Context: an optimization exercise on an open-source flow, tuned for small area and a short achievable clock period. The choices shown serve that exercise and are no tape-out recipe. RTL that was checked went through simulation tests only; none was proved equivalent to the original. Only the layout flow was run in runs 2 and 3; the RTL was not checked for function there. Power figures rest on the tool's default switching activity, not on a simulated workload.

## flow/config.mk

```make
export PLATFORM = sky130hd
export DESIGN_NAME = qe_arb
export DESIGN_NICKNAME = qe_arb
export VERILOG_FILES = /design/flow/design.v
export SDC_FILE = /design/flow/constraint.sdc
export NUM_CORES = 4
export LEC_CHECK = 0
export CAP_MARGIN = 20
export CORE_MARGIN = 2
export CORE_UTILIZATION = 40
export SLEW_MARGIN = 20
```

## flow/run.sh

```bash
#!/bin/bash
# synth_recipe.tcl (not shown) runs the flow's synth.tcl, then flattens the netlist and writes it again
# the make line also repeats each setting of config.mk as NAME=value (left out here)
make -C /OpenROAD-flow-scripts/flow DESIGN_CONFIG=/design/flow/config.mk WORK_HOME=/design/flow/orfs CLKGATE_MAP_FILE= SYNTH_SCRIPT=/design/flow/synth_recipe.tcl finish
```

## flow/constraint.sdc

```tcl
create_clock -name core_clock -period 20.0 [get_ports {clk}]
set_input_delay 4.0000 -clock core_clock [delete_from_list [all_inputs] [get_ports {clk}]]
set_output_delay 4.0000 -clock core_clock [all_outputs]
set_load 0.01 [all_outputs]
```

## flow/design.v

```verilog
module qe_arb (
    input  wire        clk,
    input  wire        rst,
    input  wire [7:0]  req,          
    input  wire [31:0] req_len,      
    input  wire        deadline,     
    input  wire        prio_we,      
    input  wire [23:0] prio_wdata,
    output wire [23:0] prio,         
    output wire [7:0]  gnt,          
    output wire [7:0]  aged,         
    output reg         beat_valid,   
    output reg  [2:0]  beat_id,      
    output reg         beat_first    
);
    localparam [23:0] PRIO_RESET = {3'd6, 3'd3, 3'd4, 3'd2, 3'd2, 3'd1, 3'd1, 3'd1};
    localparam [12:0] AGE_LIMIT  = 13'd4096;
    reg [23:0] prio_r;
    reg [12:0] wait_cnt [0:7];
    reg [2:0]  rr_ptr   [0:7];       
    reg [4:0]  rem;                  
    assign prio = prio_r;
    wire decide = (rem <= 5'd1);
    genvar g;
    generate
        for (g = 0; g < 8; g = g + 1) begin : g_aged
            assign aged[g] = (wait_cnt[g] == AGE_LIMIT);
        end
    endgenerate
    reg  [7:0] cand;
    reg  [2:0] best_prio;
    reg  [7:0] level_set;
    reg  [2:0] ptr;
    reg  [2:0] winner;
    reg        found;
    reg  [2:0] idx;
    integer    i;
    always @(*) begin
        if (|(aged & req))
            cand = aged & req;
        else
            cand = req;
        best_prio = 3'd7;
        for (i = 0; i < 8; i = i + 1)
            if (cand[i] && prio_r[3*i +: 3] < best_prio)
                best_prio = prio_r[3*i +: 3];
        for (i = 0; i < 8; i = i + 1)
            level_set[i] = cand[i] && (prio_r[3*i +: 3] == best_prio);
        ptr    = rr_ptr[best_prio];
        winner = 3'd0;
        found  = 1'b0;
        for (i = 0; i < 8; i = i + 1) begin
            idx = ptr + i[2:0];
            if (!found && level_set[idx]) begin
                winner = idx;
                found  = 1'b1;
            end
        end
        if (deadline && req[4])
            winner = 3'd4;
    end
    wire       grant = decide && (|req);
    assign gnt = grant ? (8'd1 << winner) : 8'd0;
    wire [2:0] win_prio = prio_r[3*winner +: 3];
    wire [4:0] win_len  = {1'b0, req_len[4*winner +: 4]} + 5'd1;
    integer k;
    always @(posedge clk) begin
        if (rst) begin
            prio_r     <= PRIO_RESET;
            rem        <= 5'd0;
            beat_valid <= 1'b0;
            beat_id    <= 3'd0;
            beat_first <= 1'b0;
            for (k = 0; k < 8; k = k + 1) begin
                wait_cnt[k] <= 13'd0;
                rr_ptr[k]   <= 3'd0;
            end
        end else begin
            if (prio_we)
                prio_r <= prio_wdata;
            for (k = 0; k < 8; k = k + 1) begin
                if (!req[k] || gnt[k])
                    wait_cnt[k] <= 13'd0;
                else if (wait_cnt[k] != AGE_LIMIT)
                    wait_cnt[k] <= wait_cnt[k] + 13'd1;
            end
            if (grant) begin
                rr_ptr[win_prio] <= winner + 3'd1;
                rem        <= win_len;
                beat_valid <= 1'b1;
                beat_id    <= winner;
                beat_first <= 1'b1;
            end else begin
                if (rem != 5'd0)
                    rem <= rem - 5'd1;
                beat_valid <= (rem > 5'd1);
                beat_first <= 1'b0;
            end
        end
    end
endmodule
```

==> summary.txt, run 1 <==
Layout
  • Diodes inserted: 0
  • Area growth, synth to finish: 18.5%
  • Final non-filler cell total: roughly 1600
  • Layout fillers: between 2000 and 2500
  • Share of cells above drive strength 1: 0.0808
  • Final #Nets: approximately 1400
  • Final Cell Area: 12100 sq um

Power
  • Reg power frac: 0.231
  • Leak Pwr: around 4.8 nW
  • Peak supply drop: roughly 0.10 mV
  • Clock power share: 0.180
  • Switching share of power: 0.442
  • Internal power component: 0.977 mW
  • Sw Pwr: 0.776 mW
  • Cell Pwr Density: about 140 nW/um^2
  • Combinational power share: 0.589

Yosys
  • Synth cell types: 87
  • Synth area leaders: dfxtp_1 27%, mux2i_1 8.8%, edfxtp_1 7.1%, nor2_1 6.2%, xor2_1 5.9%
  • Top-count cell post-synth: nor2_1
  • Simple-gate share of the synthesized area: 0.237
  • Avg Cell Area, Syn: 8.79 sq um
  • Top FF cell, synth: dfxtp_1
  • Mapped Area: around 10000 sq um
  • Post-synth EDFFs: 24
  • Compound-cell area share of the yosys netlist: 0.107
  • Mapped Cells: around 1200
  • Ys Warns: 2
  • Post-Synth XOR/XNOR Area: 0.101
  • Multiplexer area fraction after synthesis: 0.128
  • Post-Synth Adder-Cell Area: 0.0380
  • Asr flop ratio synth: 0
  • Yosys top cell area share: 0.271
  • Synth cell count leaders: 168 x nor2_1, 138 x dfxtp_1, 90 x mux2i_1
  • Largest family of logic cells by synthesized area: simple AND/OR/NAND/NOR gates
  • Cell taking the most area after synthesis: dfxtp_1
  • Sequential share of the synthesized area: 0.341
  • Synthesized flop and latch total: about 160

Worst setup path
  • CP endpoint kind: output pin
  • Worst EP arrival: 15.07 ns
  • Critical Setup Path Class: in2out
  • Slowest cell on the critical path: clkdlybuf4s50_1
  • Data required, critical path: between 15 and 20 ns
  • Maximum fanout along the worst path: 15
  • Crit path largest cell delay: between 0.6 and 0.7 ns
  • Critical Path Most Common Cell: ha_1
  • Startpoint Class: input port

Clock network
  • Max H-tree Level: 4
  • Clk latency of the worst-skew pair: ~0.44 ns
  • CTS clock-pin slew for the worst setup and hold paths: approximately 0.060 ns
  • Hold buffers post-CTS: 0
  • CTS max path bufs: 2
  • # clock sinks: roughly 160
  • Setup bufs post-CTS: 0
  • Root buffer cell: clkbuf_16
  • CTS tree: built
  • Num CTS Buffers: 17

Global route
  • Global-route wire length before repair: 42.4 mm
  • Congestion Overflow GR: 0
  • Vias in the first global route: ~7900
  • Pin count of the biggest net entering global routing: 36
  • Global Route Usage Sum: 0.204
  • Initial antenna violation count: 0

Placed design
  • Placed Instances: approximately 1600
  • # port buffers: 112
  • Routability cong.: just over 0.9
  • HPWL Detailed: 20.3 mm
  • Placed inst area: ~12000 sq um

Route
  • First-pass DRT Iterations: 5
  • DRT antenna net count: 0
  • Total Wirelength: 27.2 mm
  • Via count: 8545
  • DR iter-0 viols: 449
  • Drt via density: 5.36
  • Number of remaining DRC errors: 0
  • Routed len/inst: about 17 microns

Timing
  • Min Hold Slack: 0.462 ns
  • Slew Viols, Final: 0
  • Tightest Pin Transition: 0.981 ns
  • Clock Skew: between 0.01 and 0.015 ns
  • Setup TNS: 0 ns
  • Final period utilization: 0.953
  • Unrepaired setup endpoints after global routing: false
  • Period minus WS final: 19.07 ns
  • Max Freq: between 0.05 and 0.06 GHz
  • # setup viols final: 0
  • Hold Vio Cnt, Final: 0
  • Slew HR: 0.345

Floorplan
  • # IOs: about 110
  • Full die area: 26800 sq um
  • Standard-cell rows: 58
  • Core area: 25100 sq um
  • Die Span Y: about 160 microns
  • Chip Width: 164 microns
  • Starting density of the core: 0.407

Worst hold path
  • Hold Crit Class: reg2reg

Outcome
  • Outcome: no timing/DRC/antenna violations

Flow run
  • MaxCap Viol Count: 0
[area by class of cell]
class / instances / area, sq um / area share
clock buffers: 18 / 429 / 0.0354
clock inverters: 13 / 121 / 0.0100
inverters: 59 / 224 / 0.0185
multi-input cells: 892 / 6270 / 0.518
flip-flops and latches: 162 / 3480 / 0.288
well taps: 330 / 413 / 0.0341
repair buffers: 119 / 1170 / 0.0965
[final timing paths]
| path | start | end | slack [ns] | cells after the start |
|---|---|---|---|---|
| max | req[4] | gnt[7] | 0.93 | 39 |
| min | beat_id[0]$_SDFFE_PP0P_ | beat_id[0]$_SDFFE_PP0P_ | 0.46 | 2 |
| max reg2reg | wait_cnt[2][0]$_SDFFE_PP0P_ | rr_ptr[0][2]$_SDFFCE_PN0P_ | 7.96 | 40 |
| min reg2reg | beat_id[0]$_SDFFE_PP0P_ | beat_id[0]$_SDFFE_PP0P_ | 0.46 | 2 |
[repair_timing]
item                                    in CTS  in global routing
resized for setup                            0                  1
hold endpoints to repair                     0                  0
endpoints found under the setup margin       0                  1
[sequential cells by signal, indices dropped and copies added, names as in the netlist]
name        cells
prio_r         24
beat_id         3
beat_first      1
rr_ptr         24
wait_cnt      104
rem             5
beat_valid      1
[placed cells by master (no fill, tap or decap), drive strengths merged, types with 24 or more instances in the layout]
| cell type | instances |
|---|---|
| mux2i | 95 |
| xnor2 | 49 |
| inv | 68 |
| dfxtp | 138 |
| ha | 31 |
| xor2 | 69 |
| nand2 | 82 |
| nor2 | 169 |
| clkdlybuf4s50 | 111 |
| nand3 | 52 |
| a21oi | 30 |
| edfxtp | 24 |
| o21ai | 32 |
| and3 | 41 |
[critical path, delay by kind of cell]
| kind | cells | cell delay [ns] |
|---|---|---|
| AO/OA/AOI/OAI | 15 | 4.23 |
| AND/OR/NAND/NOR | 13 | 2.76 |
| adder cells (fa/ha/maj) | 5 | 1.44 |
| buffers and inverters | 4 | 1.64 |
| multiplexers | 2 | 0.98 |
[power groups by stage]
stage | clock (mW) | combinational [mW] | sequential, mW
global placement | 0 | 1.03 | 0.412
detailed placement | 0 | 1.03 | 0.412
floorplan | 0 | 0.818 | 0.400
global route | 0.334 | 1.13 | 0.408
finish | 0.315 | 1.03 | 0.405
CTS | 0.324 | 1.03 | 0.404
[routing by layer]
| metal | track usage | vias to the layer above | share of wire | wire length (microns) |
|---|---|---|---|---|
| li1 | - | 4254 | - | - |
| met1 | 0.281 | 4029 | 0.47 | 12800 |
| met2 | 0.323 | 248 | 0.46 | 12400 |
| met3 | 0.0470 | 14 | 0.065 | 1750 |
| met4 | 0.0498 | 0 | 0.0080 | 218 |
| met5 | 0 | - | 0 | 0 |
[cell families (layout without fill, tap and decap cells)]
| kind of cell | after synthesis | in the layout |
|---|---|---|
| and+or+nand+nor | 479 | 479 |
| muxes | 116 | 116 |
| AOI/OAI and AO/OA | 148 | 148 |
| DFF | 162 | 162 |
| buffers and inverters | 108 | 209 |
| adders and majority gates | 31 | 31 |
| xor gates and xnor gates | 118 | 118 |
[per-stage QoR]
stage / util / total power [mW] / worst slack (ns)
final: 0.482 / 1.75 / 0.932
after global routing: 0.482 / 1.87 / 0.175
after CTS: 0.482 / 1.76 / 0.927
after detailed placement: 0.460 / 1.44 / 0.931
after global placement: 0.460 / 1.44 / 1.26
after floorplan: - / 1.22 / 3.46
==> run 2, diff against run 1 <==
==> flow/design.v (replaced) <==
module qe_arb (
    input  wire        clk,
    input  wire        rst,
    input  wire [7:0]  req,          
    input  wire [31:0] req_len,      
    input  wire        deadline,     
    input  wire        prio_we,      
    input  wire [23:0] prio_wdata,
    output wire [23:0] prio,         
    output wire [7:0]  gnt,          
    output wire [7:0]  aged,         
    output wire        beat_valid,   
    output wire [2:0]  beat_id,      
    output wire        beat_first    
);
    localparam [23:0] PRIO_RESET = {3'd6, 3'd3, 3'd4, 3'd2, 3'd2, 3'd1, 3'd1, 3'd1};
    reg [23:0] prio_r;
    reg [11:0] seq   [0:7];          
    reg [7:0]  aged_r;
    reg [2:0]  last  [0:7];          
    reg [3:0]  bcnt;                 
    reg        bvalid;
    reg        bfirst;
    reg [2:0]  bid;
    assign prio       = prio_r;
    assign aged       = aged_r;
    assign beat_valid = bvalid;
    assign beat_first = bfirst;
    assign beat_id    = bid;
    wire decide = !bvalid || (bcnt == 4'd0);
    reg  [7:0] gt [0:7];             
    reg  [7:0] after;
    reg  [3:0] key [0:7];
    reg  [7:0] beats [0:7];          
    integer i, j;
    always @(*) begin
        for (i = 0; i < 8; i = i + 1)
            for (j = 0; j < 8; j = j + 1)
                gt[i][j] = (j[2:0] > last[i]);
        for (i = 0; i < 8; i = i + 1) begin
            after[i] = gt[prio_r[3*i +: 3]][i];
            key[i]   = {prio_r[3*i +: 3], !after[i]};
        end
        for (i = 0; i < 8; i = i + 1)
            beats[i][i] = 1'b0;
        for (i = 0; i < 8; i = i + 1)
            for (j = i + 1; j < 8; j = j + 1) begin
                beats[j][i] = (key[i] <= key[j]);
                beats[i][j] = !beats[j][i];
            end
    end
    wire [7:0] areq = req & aged_r;
    wire [7:0] cand = (|areq) ? areq : req;
    wire       dl   = deadline && req[4];
    reg  [7:0] win;
    always @(*) begin
        for (i = 0; i < 8; i = i + 1)
            win[i] = cand[i] && !(|(cand & beats[i]));
        if (dl)
            win = 8'b0001_0000;
    end
    assign gnt = decide ? win : 8'd0;
    wire grant = decide && (|req);
    wire [2:0] winner = {|win[7:4], win[7] | win[6] | win[3] | win[2],
                         win[7] | win[5] | win[3] | win[1]};
    reg  [3:0] win_len;
    reg  [7:0] lvl_en;
    always @(*) begin
        win_len = 4'd0;
        lvl_en  = 8'd0;
        for (i = 0; i < 8; i = i + 1)
            if (win[i]) begin
                win_len = win_len | req_len[4*i +: 4];
                lvl_en  = lvl_en | (8'd1 << prio_r[3*i +: 3]);
            end
    end
    integer k;
    always @(posedge clk) begin
        if (rst) begin
            prio_r <= PRIO_RESET;
            bvalid <= 1'b0;
            aged_r <= 8'd0;
            for (k = 0; k < 8; k = k + 1) begin
                seq[k]  <= 12'd0;
                last[k] <= 3'd7;
            end
        end else begin
            if (prio_we)
                prio_r <= prio_wdata;
            for (k = 0; k < 8; k = k + 1) begin
                if (!req[k] || gnt[k]) begin
                    seq[k]    <= 12'd0;
                    aged_r[k] <= 1'b0;
                end else begin
                    seq[k]    <= {seq[k][10:0],
                                  seq[k][11] ^ seq[k][5] ^ seq[k][3] ^ seq[k][0] ^
                                  (seq[k][10:0] == 11'd0)};
                    if (seq[k] == 12'h800)
                        aged_r[k] <= 1'b1;
                end
            end
            if (grant) begin
                for (k = 0; k < 8; k = k + 1)
                    if (lvl_en[k])
                        last[k] <= winner;
                bvalid <= 1'b1;
            end else if (bcnt == 4'd0) begin
                bvalid <= 1'b0;
            end
        end
        if (grant) begin
            bcnt   <= win_len;
            bid    <= winner;
            bfirst <= 1'b1;
        end else begin
            bcnt   <= bcnt - 4'd1;
            bfirst <= 1'b0;
        end
    end
endmodule
==> flow/flow/run.sh (new file) <==
#!/bin/bash
# Standard layout, with plain buffers on the ports instead of the delay buffers buffer_ports picks.
set -euo pipefail
bash standard.sh "BUFFER_PORTS_ARGS=-buffer_cell sky130_fd_sc_hd__buf_2" finish > orfs_make.log 2>&1
==> flow/standard.sh (new file) <==
#!/bin/bash
# synth_recipe.tcl (not shown) runs the flow's synth.tcl, then flattens the netlist and writes it again
# the make line also repeats each setting of config.mk as NAME=value (left out here)
make -C /OpenROAD-flow-scripts/flow DESIGN_CONFIG=/design/flow/config.mk WORK_HOME=/design/flow/orfs CLKGATE_MAP_FILE= SYNTH_SCRIPT=/design/flow/synth_recipe.tcl "${@:-finish}"
removed: flow/run.sh
==> summary.txt, run 2 <==
Outcome
  • Outcome: no timing/DRC/antenna violations

Worst setup path
  • Maximum fanout along the worst path: 12 (-3)
  • Data required, critical path: 16.00 ns (about the same)
  • R2R setup slack: 14.30 ns (+6.34 ns)
  • Startpoint Class: input port
  • Worst EP arrival: 6.99 ns (-8.08 ns)
  • Critical Setup Path Class: in2out
  • CP endpoint kind: output pin

Yosys
  • Synth cell count leaders: 158 x dfxtp_1, 113 x ha_1, 100 x and2_1
  • Post-Synth XOR/XNOR Area: 0.0284 (-0.0728)
  • Ys Warns: 6 (+4)
  • Asr flop ratio synth: 0 (unchanged)
  • Top-count cell post-synth: dfxtp_1
  • Sequential share of the synthesized area: 0.319 (-0.0219)
  • Multiplexer area fraction after synthesis: 0.0346 (-0.0938)
  • Cell taking the most area after synthesis: dfxtp_1
  • Synth cell types: 80 (-8.0%)
  • Synthesized flop and latch total: 161 (-0.62%)
  • Top FF cell, synth: dfxtp_1
  • Largest family of logic cells by synthesized area: simple AND/OR/NAND/NOR gates
  • Mapped Cells: 1159 (-0.26%)
  • Post-synth EDFFs: 3 (-88%)
  • Synth area leaders: dfxtp_1 31%, ha_1 14%, and2_1 6.1%, mux2i_1 3.2%, nor4_1 2.8%
  • Yosys top cell area share: 0.310 (+0.0398)
  • Avg Cell Area, Syn: 8.79 sq um (about the same)
  • Simple-gate share of the synthesized area: 0.256 (+0.0189)
  • Mapped Area: 10200 sq um (-0.20%)
  • Post-Synth Adder-Cell Area: 0.139 (+0.101)
  • Compound-cell area share of the yosys netlist: 0.180 (+0.0725)

Layout
  • Share of cells above drive strength 1: 0.143 (+0.0623)
  • Commonest non-fill, non-tap cell in the layout: dfxtp_1
  • Diodes inserted: 0 (unchanged)
  • Most frequent cells in the layout: 158 x dfxtp_1, 113 x ha_1, 112 x buf_2
  • Area growth, synth to finish: 15.1%
  • Top reg by flops: seq
  • Largest regs: seq (96), last (24), prio_r (24)
  • Max FFs per register: 96 (-7.7%)
  • Final #Nets: 1440 (+6.7%)

Placed design
  • Routability cong.: 0.973 (+4.7%)
  • # port buffers: 112 (unchanged)
  • HPWL Detailed: 27.1 mm (+34%)

Route
  • DRT antenna net count: 0 (unchanged)
  • Drt via density: 6.20 (+16%)
  • Total Wirelength: 36.5 mm (+34%)
  • First-pass DRT Iterations: 7 (+2)
  • Routed len/inst: 22.8 microns (+33%)
  • Number of remaining DRC errors: 0 (unchanged)
  • Via count: 9936 (+16%)
  • DR iter-0 viols: 1052 (+130%)

Global route
  • Global Route Usage Sum: 0.273 (+0.0689)
  • Congestion Overflow GR: 0 (unchanged)
  • Global-route wire length before repair: 55.3 mm (+30%)
  • Pin count of the biggest net entering global routing: 59 (+64%)
  • Vias in the first global route: 9183 (+16%)
  • Initial antenna violation count: 0 (unchanged)

Floorplan
  • Core area: 25100 sq um (unchanged)
  • # IOs: 113 (unchanged)
  • Chip Width: 164 microns (about the same)
  • Full die area: 26800 sq um (-0.20%)
  • Standard-cell rows: 58 (unchanged)
  • Starting density of the core: 0.406 (-0.000797)
  • Die Span Y: 164 microns (about the same)

Clock network
  • Clk latency of the worst-skew pair: 0.44 ns (about the same)
  • Num CTS Buffers: 17 (unchanged)
  • Max H-tree Level: 4 (unchanged)
  • CTS max path bufs: 2 (unchanged)
  • # clock sinks: 161 (-0.62%)
  • CTS clock-pin slew for the worst setup and hold paths: 0.08 ns (+0.02 ns)
  • CTS tree: built
  • Root buffer cell: clkbuf_16
  • Setup bufs post-CTS: 0 (unchanged)
  • CTS resizes: 0 (unchanged)
  • Hold buffers post-CTS: 0 (unchanged)

Timing
  • Slew Viols, Final: 0 (unchanged)
  • Clock Skew: 0.0178 ns (+0.00410 ns)
  • Period minus WS final: 10.99 ns (-8.08 ns)
  • Tightest Pin Transition: 1.12 ns (+0.137 ns)
  • Hold Vio Cnt, Final: 0 (unchanged)
  • Unrepaired setup endpoints after global routing: false
  • Setup TNS: 0 ns (unchanged)
  • # setup viols final: 0 (unchanged)
  • Final period utilization: 0.549 (-0.404)
  • Max Freq: 0.0910 GHz (+74%)
  • Slew HR: 0.253 (-0.0922)

Power
  • Cell Pwr Density: 78.7 nW/um^2 (-46%)
  • Peak supply drop: 0.0575 mV (-44%)
  • Leak Pwr: 4.99 nW (+4.5%)
  • Final Power: 0.923 mW (-47%)

Worst hold path
  • Hold Crit Class: reg2reg

Flow run
  • MaxCap Viol Count: 0 (unchanged)
[run 2: per-layer routing]
metal	GRT usage	up-vias	wire length (microns)
met5	0	-	0
met3	0.0630	95	3320
met2	0.425	530	16000
li1	-	4610	-
met1	0.366	4701	15800
met4	0.103	0	1300
[run 2: final cells by class]
type                            instances  area [sq um]
Timing Repair Buffer                  130           696
Inverter                               56           210
Clock inverter                         15           204
Sequential cell                       161          3250
Multi-Input combinational cell        893          6530
Fill cell                            2500         13400
Tap cell                              330           413
Clock buffer                           17           425
[run 2: where the power goes]
| group | total [mW] | leakage, nW | switching [mW] | internal [mW] |
|---|---|---|---|---|
| clock | 0.345 | 0.302 | 0.172 | 0.173 |
| sequential | 0.359 | 1.32 | 0.0226 | 0.337 |
| combinational | 0.220 | 3.37 | 0.138 | 0.0820 |
| total | 0.923 | 4.99 | 0.332 | 0.592 |
[run 2: metrics by stage]
stage / hold WS [ns] / instance area [sq um] / setup slack (ns) / utilization / std cells
after floorplan: 0.430 / 10200 / 10.04 / - / 1165
after global placement: 0.434 / 11100 / 9.17 / 0.442 / 1570
after detailed placement: 0.442 / 11100 / 9.14 / 0.442 / 1570
after CTS: 0.453 / 11700 / 9.13 / 0.467 / 1602
after global routing: 0.467 / 11700 / 8.88 / 0.467 / 1602
final: 0.450 / 11700 / 9.01 / 0.467 / 1602
[run 2: worst paths after layout]
kind                           startpoint                 endpoint  depth (start not counted)
hold / removal       seq[2][6]$_SDFF_PP0_     seq[2][7]$_SDFF_PP0_                          1
hold reg to reg      seq[2][6]$_SDFF_PP0_     seq[2][7]$_SDFF_PP0_                          1
setup reg to reg  prio_r[10]$_SDFFE_PP1P_  last[5][0]$_SDFFE_PP1P_                         13
setup / recovery                   req[2]                   gnt[2]                          7
[run 2: cell families (layout without fill, tap and decap cells)]
family          Yosys count  count (layout)
compound gates          246             246
fa+ha+maj               113             113
other cells               1               7
flops                   161             161
mux                      34              34
simple gates            460             460
xor+xnor                 33              33
buf+inv                 111             218
[run 2: critical path, stage by stage]
cell,delay (ns)
buf_2,0.12
a22oi_1,0.72
a41oi_2,0.29
or3_1,0.39
or4b_1,0.68
nor4_2,0.54
buf_2,0.23
==> run 3, diff against run 2 <==
==> flow/flow/run.sh (replaced) <==
#!/bin/bash
# Standard layout, with plain buffers on the ports and timing repair aimed below the clock period.
set -euo pipefail
bash standard.sh "BUFFER_PORTS_ARGS=-buffer_cell sky130_fd_sc_hd__buf_2" "SETUP_SLACK_MARGIN=10.5" finish > orfs_make.log 2>&1
==> summary.txt, run 3 <==
Clock network
  • Clk latency of the worst-skew pair: 0.45 ns (about the same)
  • Root buffer cell: clkbuf_16
  • CTS tree: built
  • # clock sinks: 161 (unchanged)
  • Num CTS Buffers: 17 (unchanged)
  • Max H-tree Level: 4 (unchanged)
  • CTS clock-pin slew for the worst setup and hold paths: 0.07 ns (about the same)
  • CTS max path bufs: 2 (unchanged)

Timing
  • Hold Vio Cnt, Final: 0 (unchanged)
  • # setup viols final: 0 (unchanged)
  • Unrepaired setup endpoints after global routing: true
  • Slew HR: 0.319 (+0.0658)
  • Max Freq: 0.101 GHz (+11%)
  • Final period utilization: 0.495 (-0.0545)
  • Clock Skew: 0.0180 ns (+0.000183 ns)
  • Tightest Pin Transition: 1.02 ns (-0.0980 ns)
  • Slew Viols, Final: 0 (unchanged)
  • Setup TNS: 0 ns (unchanged)
  • Period minus WS final: 9.90 ns (-1.09 ns)

Yosys
  • Post-synth EDFFs: 3 (unchanged)
  • Mapped Cells: 1159 (unchanged)
  • Top FF cell, synth: dfxtp_1
  • Synth cell count leaders: 158 x dfxtp_1, 113 x ha_1, 100 x and2_1
  • Yosys top cell area share: 0.310 (unchanged)
  • Top-count cell post-synth: dfxtp_1
  • Avg Cell Area, Syn: 8.79 sq um (unchanged)
  • Asr flop ratio synth: 0 (unchanged)
  • Ys Warns: 6 (unchanged)
  • Mapped Area: 10200 sq um (unchanged)
  • Sequential share of the synthesized area: 0.319 (unchanged)
  • Cell taking the most area after synthesis: dfxtp_1
  • Synth area leaders: dfxtp_1 31%, ha_1 14%, and2_1 6.1%, mux2i_1 3.2%, nor4_1 2.8%
  • Synthesized flop and latch total: 161 (unchanged)
  • Synth cell types: 80 (unchanged)

Power
  • Peak supply drop: 0.0566 mV (-1.6%)
  • Leak Pwr: 5.28 nW (+5.8%)
  • Final Power: 0.944 mW (+2.2%)
  • Cell Pwr Density: 76.1 nW/um^2 (-3.2%)

Global route
  • Met2 Usage GRT: 0.417 (-0.00783)
  • GRT busiest layer: met2
  • Global-route wire length before repair: 55.3 mm (about the same)
  • Initial antenna violation count: 0 (unchanged)
  • M1 GR Usage: 0.372 (+0.00587)
  • Pin count of the biggest net entering global routing: 59 (unchanged)
  • Met3 Resource Use GR: 0.0726 (+0.00965)
  • Global Route Usage Sum: 0.274 (+0.00161)
  • Congestion Overflow GR: 0 (unchanged)
  • Vias in the first global route: 9363 (+2.0%)

Worst setup path
  • Startpoint Class: input port
  • Worst r2r dst: last[5][0]$_SDFFE_PP1P_
  • Critical Setup Path Class: in2out
  • Maximum fanout along the worst path: 5 (-7)
  • Reg2reg path depth: 15 (+2)
  • Slowest cell on the critical path: a2111o_1
  • Cells along the critical path: buf_8 -> a22oi_2 -> buf_4 -> buf_6 -> buf_4 -> a41o_4 -> and3_1 -> a2111o_1 -> nor3_4 -> buf_2
  • Critical Path Most Common Cell: buf_4
  • Worst EP arrival: 5.90 ns (-1.09 ns)
  • Data required, critical path: 16.00 ns (about the same)
  • Origin of the critical flop-to-flop path: prio_r[14]$_SDFFE_PP0P_
  • R2R setup slack: 14.51 ns (+0.21 ns)
  • CP Launch Point: req[1]
  • Crit path largest cell delay: 0.44 ns (-0.28 ns)
  • CP endpoint kind: output pin

Flow run
  • MaxCap Viol Count: 0 (unchanged)

Floorplan
  • Full die area: 26800 sq um (unchanged)
  • Standard-cell rows: 58 (unchanged)
  • Chip Width: 164 microns (unchanged)
  • # IOs: 113 (unchanged)
  • Die Span Y: 164 microns (unchanged)
  • Starting density of the core: 0.406 (unchanged)
  • Core area: 25100 sq um (unchanged)

Layout
  • Largest regs: seq (96), last (24), prio_r (24)
  • Max FFs per register: 96 (unchanged)
  • Share of cells above drive strength 1: 0.195 (+0.0519)
  • Final Cell Area: 12400 sq um (+5.7%)
  • Commonest non-fill, non-tap cell in the layout: dfxtp_1
  • Diodes inserted: 0 (unchanged)
  • Area growth, synth to finish: 21.7%
  • Most frequent cells in the layout: 158 x dfxtp_1, 113 x ha_1, 102 x buf_2
  • Final non-filler cell total: 1643 (+2.6%)
  • Top reg by flops: seq
  • Final #Nets: 1481 (+2.8%)

Worst hold path
  • Hold Path End: seq[2][5]$_SDFF_PP0_
  • Hold Crit Class: reg2reg
  • Hold_sp: seq[2][4]$_SDFF_PP0_
  • Worst Hold Path Cells: 1 (unchanged)

Placed design
  • Routability cong.: 0.939 (-3.6%)
  • HPWL Detailed: 26.8 mm (-0.92%)
  • Placed inst area: 11200 sq um (+0.89%)
  • # port buffers: 112 (unchanged)
  • Placed Instances: 1571 (+0.064%)

Route
  • DRT antenna net count: 0 (unchanged)
  • Number of remaining DRC errors: 0 (unchanged)
  • Routed len/inst: 22.3 microns (-2.1%)
  • DR iter-0 viols: 1070 (+1.7%)
  • Total Wirelength: 36.6 mm (+0.40%)
  • Drt via density: 6.06 (-2.3%)
  • Via count: 9955 (+0.19%)
  • First-pass DRT Iterations: 7 (unchanged)

Outcome
  • Outcome: no timing/DRC/antenna violations
-- run 3: cell counts after synthesis --
No cell type changed its count.
-- run 3: how the worst max path moves through the flow --
| stage | to | cells past startpoint | slack (ns) |
|---|---|---|---|
| 4_1_cts | gnt[1] | 8 | 10.09 |
| 3_5_place_dp | gnt[4] | 8 | 9.38 |
| 6_report | gnt[1] | 10 | 10.10 |
| 5_1_grt | gnt[5] | 9 | 10.03 |
| 3_3_place_gp | gnt[7] | 8 | 9.39 |
| 2_1_floorplan | gnt[7] | 9 | 10.32 |
-- run 3: final cells by class --
type | count | area [sq um]
Fill cell | 2480 | 12700
Multi-Input combinational cell | 893 | 6800
Sequential cell | 161 | 3250
Timing Repair Buffer | 171 | 1090
Clock buffer | 17 | 425
Tap cell | 330 | 413
Inverter | 56 | 210
Clock inverter | 15 | 199
-- run 3: critical path: cells and delay by family --
family | cells | cell delay (ns)
AOI/OAI and AO/OA | 3 | 0.78
and+or+nand+nor | 2 | 0.43
buffers and inverters | 5 | 0.67
-- run 3: repair_timing --
action                     CTS  global route
hold buffers                 0             0
buffers inserted            33             7
resized for setup           52             3
setup endpoints to repair    8             8
pin swaps                   25            11
gates cloned                 0             0
-- run 3: per-layer routing --
layer,part of all wire,up-vias
li1,-,4699
met1,0.44,4666
met2,0.43,488
met3,0.096,102
met4,0.036,0
met5,0,-
-- run 3: kinds of logic after synthesis --
kind of cell,share of synthesized area
and+or+nand+nor,0.256
DFF,0.319
adders and majority gates,0.139
other,0.000368
xor gates and xnor gates,0.0284
AOI/OAI and AO/OA,0.180
muxes,0.0346
buffers and inverters,0.0428
-- run 3: power breakdown --
part / switching [mW] / internal (mW)
registers: 0.0230 / 0.336
clock network: 0.174 / 0.173
logic: 0.145 / 0.0927
-- run 3: per-stage QoR --
stage | utilization | hold WS, ns | setup WS [ns]
after floorplan | - | 0.430 | 10.32
after global placement | 0.446 | 0.434 | 9.39
after detailed placement | 0.446 | 0.439 | 9.38
after CTS | 0.491 | 0.462 | 10.09
after global routing | 0.494 | 0.474 | 10.03
final | 0.494 | 0.458 | 10.10
==> run 4, diff against run 3 <==
--- a/flow/design.v
+++ b/flow/design.v
@@ -30,3 +30,2 @@
     wire decide = !bvalid || (bcnt == 4'd0);
-    reg  [7:0] gt [0:7];             
     reg  [7:0] after;
@@ -36,7 +35,4 @@
     always @(*) begin
-        for (i = 0; i < 8; i = i + 1)
-            for (j = 0; j < 8; j = j + 1)
-                gt[i][j] = (j[2:0] > last[i]);
         for (i = 0; i < 8; i = i + 1) begin
-            after[i] = gt[prio_r[3*i +: 3]][i];
+            after[i] = (i[2:0] > last[prio_r[3*i +: 3]]);
             key[i]   = {prio_r[3*i +: 3], !after[i]};
@@ -44,8 +40,9 @@
         for (i = 0; i < 8; i = i + 1)
-            beats[i][i] = 1'b0;
-        for (i = 0; i < 8; i = i + 1)
-            for (j = i + 1; j < 8; j = j + 1) begin
-                beats[j][i] = (key[i] <= key[j]);
-                beats[i][j] = !beats[j][i];
-            end
+            for (j = 0; j < 8; j = j + 1)
+                if (j < i)
+                    beats[i][j] = (key[j] <= key[i]);
+                else if (j > i)
+                    beats[i][j] = (key[j] < key[i]);
+                else
+                    beats[i][j] = 1'b0;
     end
==> flow/run.sh (new file) <==
#!/bin/bash
# synth_recipe.tcl (not shown) runs the flow's synth.tcl, then flattens the netlist and writes it again
# the make line also repeats each setting of config.mk as NAME=value (left out here)
make -C /OpenROAD-flow-scripts/flow DESIGN_CONFIG=/design/flow/config.mk WORK_HOME=/design/flow/orfs CLKGATE_MAP_FILE= SYNTH_SCRIPT=/design/flow/synth_recipe.tcl finish
removed: flow/flow/run.sh
removed: flow/standard.sh
==> summary.txt, run 4 <==
Clock network
  • Max H-tree Level: 4 (unchanged)
  • # clock sinks: 161 (unchanged)
  • Num CTS Buffers: 17 (unchanged)
  • CTS resizes: 0 (-100%)
  • Hold buffers post-CTS: 0 (unchanged)
  • CTS tree: built
  • CTS max path bufs: 2 (unchanged)
  • Setup bufs post-CTS: 0 (-100%)
  • CTS clock-pin slew for the worst setup and hold paths: 0.07 ns (about the same)
  • Root buffer cell: clkbuf_16
  • Clk latency of the worst-skew pair: 0.44 ns (about the same)

Route
  • First-pass DRT Iterations: 7 (unchanged)
  • Via count: 9891 (-0.64%)
  • Total Wirelength: 35.6 mm (-2.7%)
  • Drt via density: 6.13 (+1.1%)
  • Number of remaining DRC errors: 0 (unchanged)
  • Routed len/inst: 22.1 microns (-0.92%)
  • DRT antenna net count: 0 (unchanged)
  • DR iter-0 viols: 1127 (+5.3%)

Timing
  • Slew HR: 0.243 (-0.0758)
  • Final period utilization: 0.593 (+0.0979)
  • # setup viols final: 0 (unchanged)
  • Max Freq: 0.0844 GHz (-17%)
  • Clock Skew: 0.0130 ns (-0.00495 ns)
  • Period minus WS final: 11.85 ns (+1.96 ns)
  • Tightest Pin Transition: 1.11 ns (+0.0873 ns)
  • Slew Viols, Final: 0 (unchanged)
  • Setup TNS: 0 ns (unchanged)
  • Unrepaired setup endpoints after global routing: false
  • Hold Vio Cnt, Final: 0 (unchanged)

Layout
  • Max FFs per register: 96 (unchanged)
  • Area growth, synth to finish: 19.5%
  • Share of cells above drive strength 1: 0.0625 (-0.132)
  • Commonest non-fill, non-tap cell in the layout: dfxtp_1
  • Final #Nets: 1447 (-2.3%)
  • Most frequent cells in the layout: 158 x dfxtp_1, 113 x ha_1, 111 x clkdlybuf4s50_1
  • Diodes inserted: 0 (unchanged)
  • Top reg by flops: seq
  • Largest regs: seq (96), last (24), prio_r (24)
  • Layout fillers: 2447 (-1.3%)

Global route
  • Global-route wire length before repair: 54.6 mm (-1.3%)
  • Vias in the first global route: 9258 (-1.1%)
  • Global Route Usage Sum: 0.263 (-0.0110)
  • Congestion Overflow GR: 0 (unchanged)
  • Initial antenna violation count: 0 (unchanged)
  • Pin count of the biggest net entering global routing: 52 (-12%)

Worst setup path
  • CP endpoint kind: output pin
  • Maximum fanout along the worst path: 16 (+11)
  • Worst r2r dst: last[6][1]$_SDFFE_PP1P_
  • Cell family with most CP delay: simple AND/OR/NAND/NOR gates
  • Startpoint Class: input port
  • Critical Path Most Common Cell: clkdlybuf4s50_1
  • Slowest cell on the critical path: nor4b_4
  • Cells along the critical path: clkdlybuf4s50_1 -> a22oi_4 -> and4_4 -> o21ai_1 -> or3_1 -> nor4b_4 -> and2_1 -> clkdlybuf4s50_1
  • Worst path bufs/invs: 2 (-3)
  • Origin of the critical flop-to-flop path: prio_r[16]$_SDFFE_PP0P_
  • CP Depth: 8 (-2)
  • Data required, critical path: 16.00 ns (about the same)
  • Crit path largest cell delay: 0.91 ns (+0.47 ns)
  • Worst EP arrival: 7.85 ns (+1.95 ns)
  • Reg2reg path depth: 16 (+1)
  • Critical Setup Path Class: in2out
  • R2R setup slack: 13.55 ns (-0.96 ns)

Floorplan
  • Full die area: 27300 sq um (+2.0%)
  • Core area: 25800 sq um (+2.6%)
  • # IOs: 113 (unchanged)
  • Chip Width: 165 microns (+1.0%)
  • Standard-cell rows: 59 (+1.7%)
  • Starting density of the core: 0.404 (-0.00205)
  • Die Span Y: 165 microns (+1.0%)

Power
  • Final Power: 0.951 mW (+0.74%)
  • Leak Pwr: 5.11 nW (-3.3%)
  • Peak supply drop: 0.0532 mV (-6.1%)
  • Cell Pwr Density: 76.5 nW/um^2 (+0.46%)

Placed design
  • Routability cong.: 0.975 (+3.9%)
  • HPWL Detailed: 25.9 mm (-3.4%)
  • # port buffers: 112 (unchanged)

Yosys
  • Avg Cell Area, Syn: 8.87 sq um (+0.87%)
  • Top-count cell post-synth: dfxtp_1
  • Ys Warns: 5 (-1)
  • Mapped Cells: 1173 (+1.2%)
  • Synth area leaders: dfxtp_1 30%, ha_1 14%, and2_1 5.7%, mux2i_1 3.7%, nor2_1 3.0%
  • Synthesized flop and latch total: 161 (unchanged)
  • Yosys top cell area share: 0.304 (-0.00634)
  • Asr flop ratio synth: 0 (unchanged)
  • Cell taking the most area after synthesis: dfxtp_1
  • Post-synth EDFFs: 3 (unchanged)
  • Top FF cell, synth: dfxtp_1
  • Mapped Area: 10400 sq um (+2.1%)
  • Sequential share of the synthesized area: 0.313 (-0.00652)
  • Synth cell count leaders: 158 x dfxtp_1, 113 x ha_1, 94 x and2_1
  • Synth cell types: 88 (+10%)

Worst hold path
  • Worst Hold Path Cells: 1 (unchanged)
  • Hold Path End: seq[6][2]$_SDFF_PP0_
  • Hold_sp: seq[6][1]$_SDFF_PP0_
  • Hold Crit Class: reg2reg

Outcome
  • Outcome: no timing/DRC/antenna violations

Flow run
  • MaxCap Viol Count: 0 (unchanged)
-- run 4: stage by stage --
stage               instance area, sq um  worst slack [ns]  hold WS, ns  instances   util
detailed placement                 11800              8.18        0.442       1582  0.459
global placement                   11800              8.20        0.432       1582  0.458
CTS                                12400              8.18        0.459       1614  0.482
finish                             12400              8.15        0.453       1614  0.483
floorplan                          10400             10.11        0.430       1179      -
global route                       12400              8.02        0.475       1614  0.483
-- run 4: layer usage --
| layer | vias to the layer above | GRT usage | part of all wire |
|---|---|---|---|
| li1 | 4670 | - | - |
| met3 | 88 | 0.0502 | 0.091 |
| met1 | 4647 | 0.361 | 0.44 |
| met4 | 0 | 0.0929 | 0.030 |
| met5 | - | 0 | 0 |
| met2 | 486 | 0.411 | 0.44 |
-- run 4: power breakdown --
part	switching, mW	total, mW	internal, mW
logic	0.140	0.243	0.103
clock network	0.162	0.342	0.180
registers	0.0281	0.366	0.338
-- run 4: worst max-delay path by stage --
stage	start	end	slack, ns
floorplan	req[4]	gnt[3]	10.11
global placement	req[3]	gnt[6]	8.20
detailed placement	req[3]	gnt[6]	8.18
CTS	req[3]	gnt[6]	8.18
global route	req[3]	gnt[6]	8.02
finish	req[3]	gnt[6]	8.15
-- run 4: cells by family after synthesis --
group	synth area share
buf+inv	0.0402
mux	0.0463
other cells	0.000360
fa+ha+maj	0.136
xor+xnor	0.0286
flops	0.313
compound gates	0.181
simple gates	0.255
-- run 4: cell type report --
class | count | area, sq um | share of cell area
timing repair buffer | 124 | 1210 | 0.0970
tap | 335 | 419 | 0.0337
sequential | 161 | 3250 | 0.262
clock buffer | 17 | 425 | 0.0342
multi-input combinational | 918 | 6770 | 0.545
clock inverter | 15 | 191 | 0.0154
inverter | 44 | 165 | 0.0133

-- port drivers added, routing unchanged --
In the flow no input, the clock included, has a driving cell. The finished layouts below were timed again as built, in two steps.
Step 1 (the two cells are an assumption about what drives the block):
set clk [get_ports {clk}]
set_driving_cell -lib_cell sky130_fd_sc_hd__clkbuf_16 $clk
set_driving_cell -lib_cell sky130_fd_sc_hd__buf_2 [delete_from_list [all_inputs] $clk]
Step 2 also shifts input and output timing later by t, the mid clock arrival at the registers, as if the neighbouring blocks saw the same clock.
Three values: ideal, step 1, step 2; two values: the first two.
run	t (ns)	setup WS [ns]	worst slew at a driven data input, ns
run 1	0.484	0.932 / 0.893 / 0.893	0.07
run 2	0.482	9.013 / 8.993 / 8.993	0.05
run 3	0.488	10.103 / 10.048 / 10.048	0.07
run 4	0.486	8.145 / 8.107 / 8.107	0.05
After both steps setup and hold are still met in every run listed. For run 3, which loses most, drivers alone change the setup slack by -0.055 ns; drivers and shift together by -0.055 ns.
